Background: an optimization exercise with open tools, aiming at small area, a short achievable clock period and few clock cycles. Do not read the settings as production practice. The RTL was checked by simulation tests, not by an equivalence proof against the original design. Power is estimated from default activity; no workload was simulated.

## thm_ff
module thm_ff (
    input  wire        clk,
    input  wire        rst,
    input  wire        cmd_valid,
    output wire        cmd_ready,
    input  wire [1:0]  cmd_op,
    input  wire [4:0]  cmd_idx,
    input  wire [15:0] cmd_data,
    input  wire [11:0] cmd_half,
    input  wire [7:0]  cmd_w0,
    input  wire [7:0]  cmd_w1,
    input  wire [7:0]  cmd_w2,
    input  wire [7:0]  cmd_w3,
    input  wire [15:0] cmd_gain,
    input  wire [15:0] cmd_dclk,
    input  wire [15:0] cmd_heat,
    input  wire [15:0] cmd_stamp,
    input  wire [1:0]  cmd_dist,
    input  wire        cmd_last,
    output reg         res_valid,
    output wire [15:0] res_q,
    output wire [15:0] res_ff
);
Settings: LEC_CHECK=0, CAP_MARGIN=20, CORE_MARGIN=2, CORE_UTILIZATION=60, PLACE_DENSITY=0.75, SLEW_MARGIN=20, SYNTH_MEMORY_MAX_BITS=8192; clock period 12.0 ns.
standard.sh (not shown) runs the stock make flow with config.mk's settings and CLKGATE_MAP_FILE= SYNTH_SCRIPT=/design/flow/synth_recipe.tcl, a recipe that flattens the netlist after the stock synthesis.
==> flow/flow/run.sh <==
#!/bin/bash
# The standard layout (the standard.sh: standard synthesis, floorplan,
# placement, CTS, routing) with a larger setup slack margin for ORFS's timing
# repair, so that repair_timing sizes and buffers the design towards a
# shorter period than the 12 ns clock asks for. The SDC is not changed.
set -euo pipefail
MARGIN=$(cat flow/margin.txt)
bash standard.sh SETUP_SLACK_MARGIN=$MARGIN finish > standard.log 2>&1
==> flow/flow/margin.txt <==
8.5
The first run finished clean.
Testbench counts at the start, summed over its fixed seeds: cycles 56,137.
Then changed:
- CORE_UTILIZATION: 60 -> 70
- PLACE_DENSITY: 0.75 -> 0.85
=> Final cell count fell by about 2.4%. Design area decreases by about 0.34%. Global-route usage rises by 8.5 points. Sequential power barely changes. Clock-buffer cell count went up by 6. Synthesized area does not change.
Then changed:
- CORE_UTILIZATION: 70 -> 60
- CTS_CLUSTER_DIAMETER: not set -> 100
- CTS_CLUSTER_SIZE: not set -> 25
- PLACE_DENSITY: 0.85 -> 0.75
Result: The new run completed without violations; non-clock buffer count decreases by 31; wire length decreases by 11%; area after synthesis is unchanged; die area rises by 16%; worst hold slack is about the same; design area is lower by 3.3%; core utilization shrinks by 14 points; via count falls by 7.3%; fmax went up by 1.1%; global-route usage is lower by 9.3 points; setup slack is better by 42 ps.
Then changed:
- CORE_UTILIZATION: 60 -> 70
- CTS_CLUSTER_SIZE: 25 -> 22
- PLACE_DENSITY: 0.75 -> 0.85
Result: The new run finished with timing, DRC and antenna clean. Routed wire length came out higher by 4.7%. Count of clock-buffer cells in the layout came out higher by 16. Sequential power came out higher by about 0.9%.

* * *

zinc:
thm_ff again, from the RTL that the note above started with.
// thm_ff
module thm_ff (
    input  wire        clk,
    input  wire        rst,
    input  wire        cmd_valid,
    output wire        cmd_ready,
    input  wire [1:0]  cmd_op,
    input  wire [4:0]  cmd_idx,
    input  wire [15:0] cmd_data,
    input  wire [11:0] cmd_half,
    input  wire [7:0]  cmd_w0,
    input  wire [7:0]  cmd_w1,
    input  wire [7:0]  cmd_w2,
    input  wire [7:0]  cmd_w3,
    input  wire [15:0] cmd_gain,
    input  wire [15:0] cmd_dclk,
    input  wire [15:0] cmd_heat,
    input  wire [15:0] cmd_stamp,
    input  wire [1:0]  cmd_dist,
    input  wire        cmd_last,
    output reg         res_valid,
    output wire [15:0] res_q,
    output wire [15:0] res_ff
);
==> flow/config.mk <==
export PLATFORM = sky130hd
export DESIGN_NAME = thm_ff
export DESIGN_NICKNAME = thm_ff
export VERILOG_FILES = /design/flow/design.v
export SDC_FILE = /design/flow/constraint.sdc
export NUM_CORES = 4
export LEC_CHECK = 0
export CAP_MARGIN = 20
export CORE_MARGIN = 2
export CORE_UTILIZATION = 70
export CTS_CLUSTER_DIAMETER = 100
export CTS_CLUSTER_SIZE = 22
export PLACE_DENSITY = 0.85
export SLEW_MARGIN = 20
export SYNTH_MEMORY_MAX_BITS = 8192
==> flow/constraint.sdc <==
create_clock -name core_clock -period 12.0 [get_ports {clk}]
set_input_delay 2.4000 -clock core_clock [delete_from_list [all_inputs] [get_ports {clk}]]
set_output_delay 2.4000 -clock core_clock [all_outputs]
set_load 0.01 [all_outputs]
==> flow/flow/margin.txt <==
8.7
Scripts as last shown in full above: flow/flow/run.sh
Testbench counts of zinc, summed over its fixed seeds: cycles 56,137.
The following lists how juniper was set up differently from zinc:
Settings: CORE_UTILIZATION: 70 -> 60; PLACE_DENSITY: 0.85 -> 0.75.
==> flow/flow/margin.txt <==
8.5
Results
On switching power: between zinc and juniper, it ends up higher for zinc. On met2 usage in global routing: juniper sits below zinc. Measured against each other, zinc and juniper differ in routed wire length, the lower figure coming from juniper. STATUS maximum frequency: juniper wins against zinc. juniper contains fewer vias than zinc. juniper vs. zinc: number of antenna violations at the first check in global routing grew by 1; instance count after placement with tap cells included grew by about 2.8%. juniper: overall die height 7.9% above zinc. zinc -> juniper: count of max-cap constraint violations delta 0, exact match.

-- separate check: timing with driven ports --
How much do the figures lean on ideal ports? The routed layouts below were timed once more, with nothing changed but the port constraints.
Step 1: set_driving_cell puts a clkbuf_16 on clk and a buf_2 on each other input, an assumption about the parent block.
Step 2 moves the port delays by t, midway between the first and last clock arrival at a register: inputs arrive t later, outputs are due t later. That takes back most of the time a late clock gives input paths.
Slacks: ideal / step 1 / step 2; pairs: ideal / step 1.
run	t (ns)	setup slack, ns	worst data-port slew with drivers (ns)	cell pins on the clock port's net
the first run of note 1	0.834	8.205 / 8.130 / 7.722	0.14	1
the second run of note 1	0.849	8.191 / 8.113 / 7.586	0.15	1
the third run of note 1	0.770	8.233 / 8.158 / 7.736	0.14	1
the fourth run of note 1	0.770	8.259 / 8.184 / 7.707	0.15	1
zinc	0.774	8.232 / 8.157 / 7.928	0.16	1
juniper	0.770	8.249 / 8.176 / 7.704	0.15	1
After both steps every run listed still meets setup and hold. The setup slack of the second run of note 1, which loses most, moves by -0.078 ns with the drivers and by -0.605 ns with both steps.
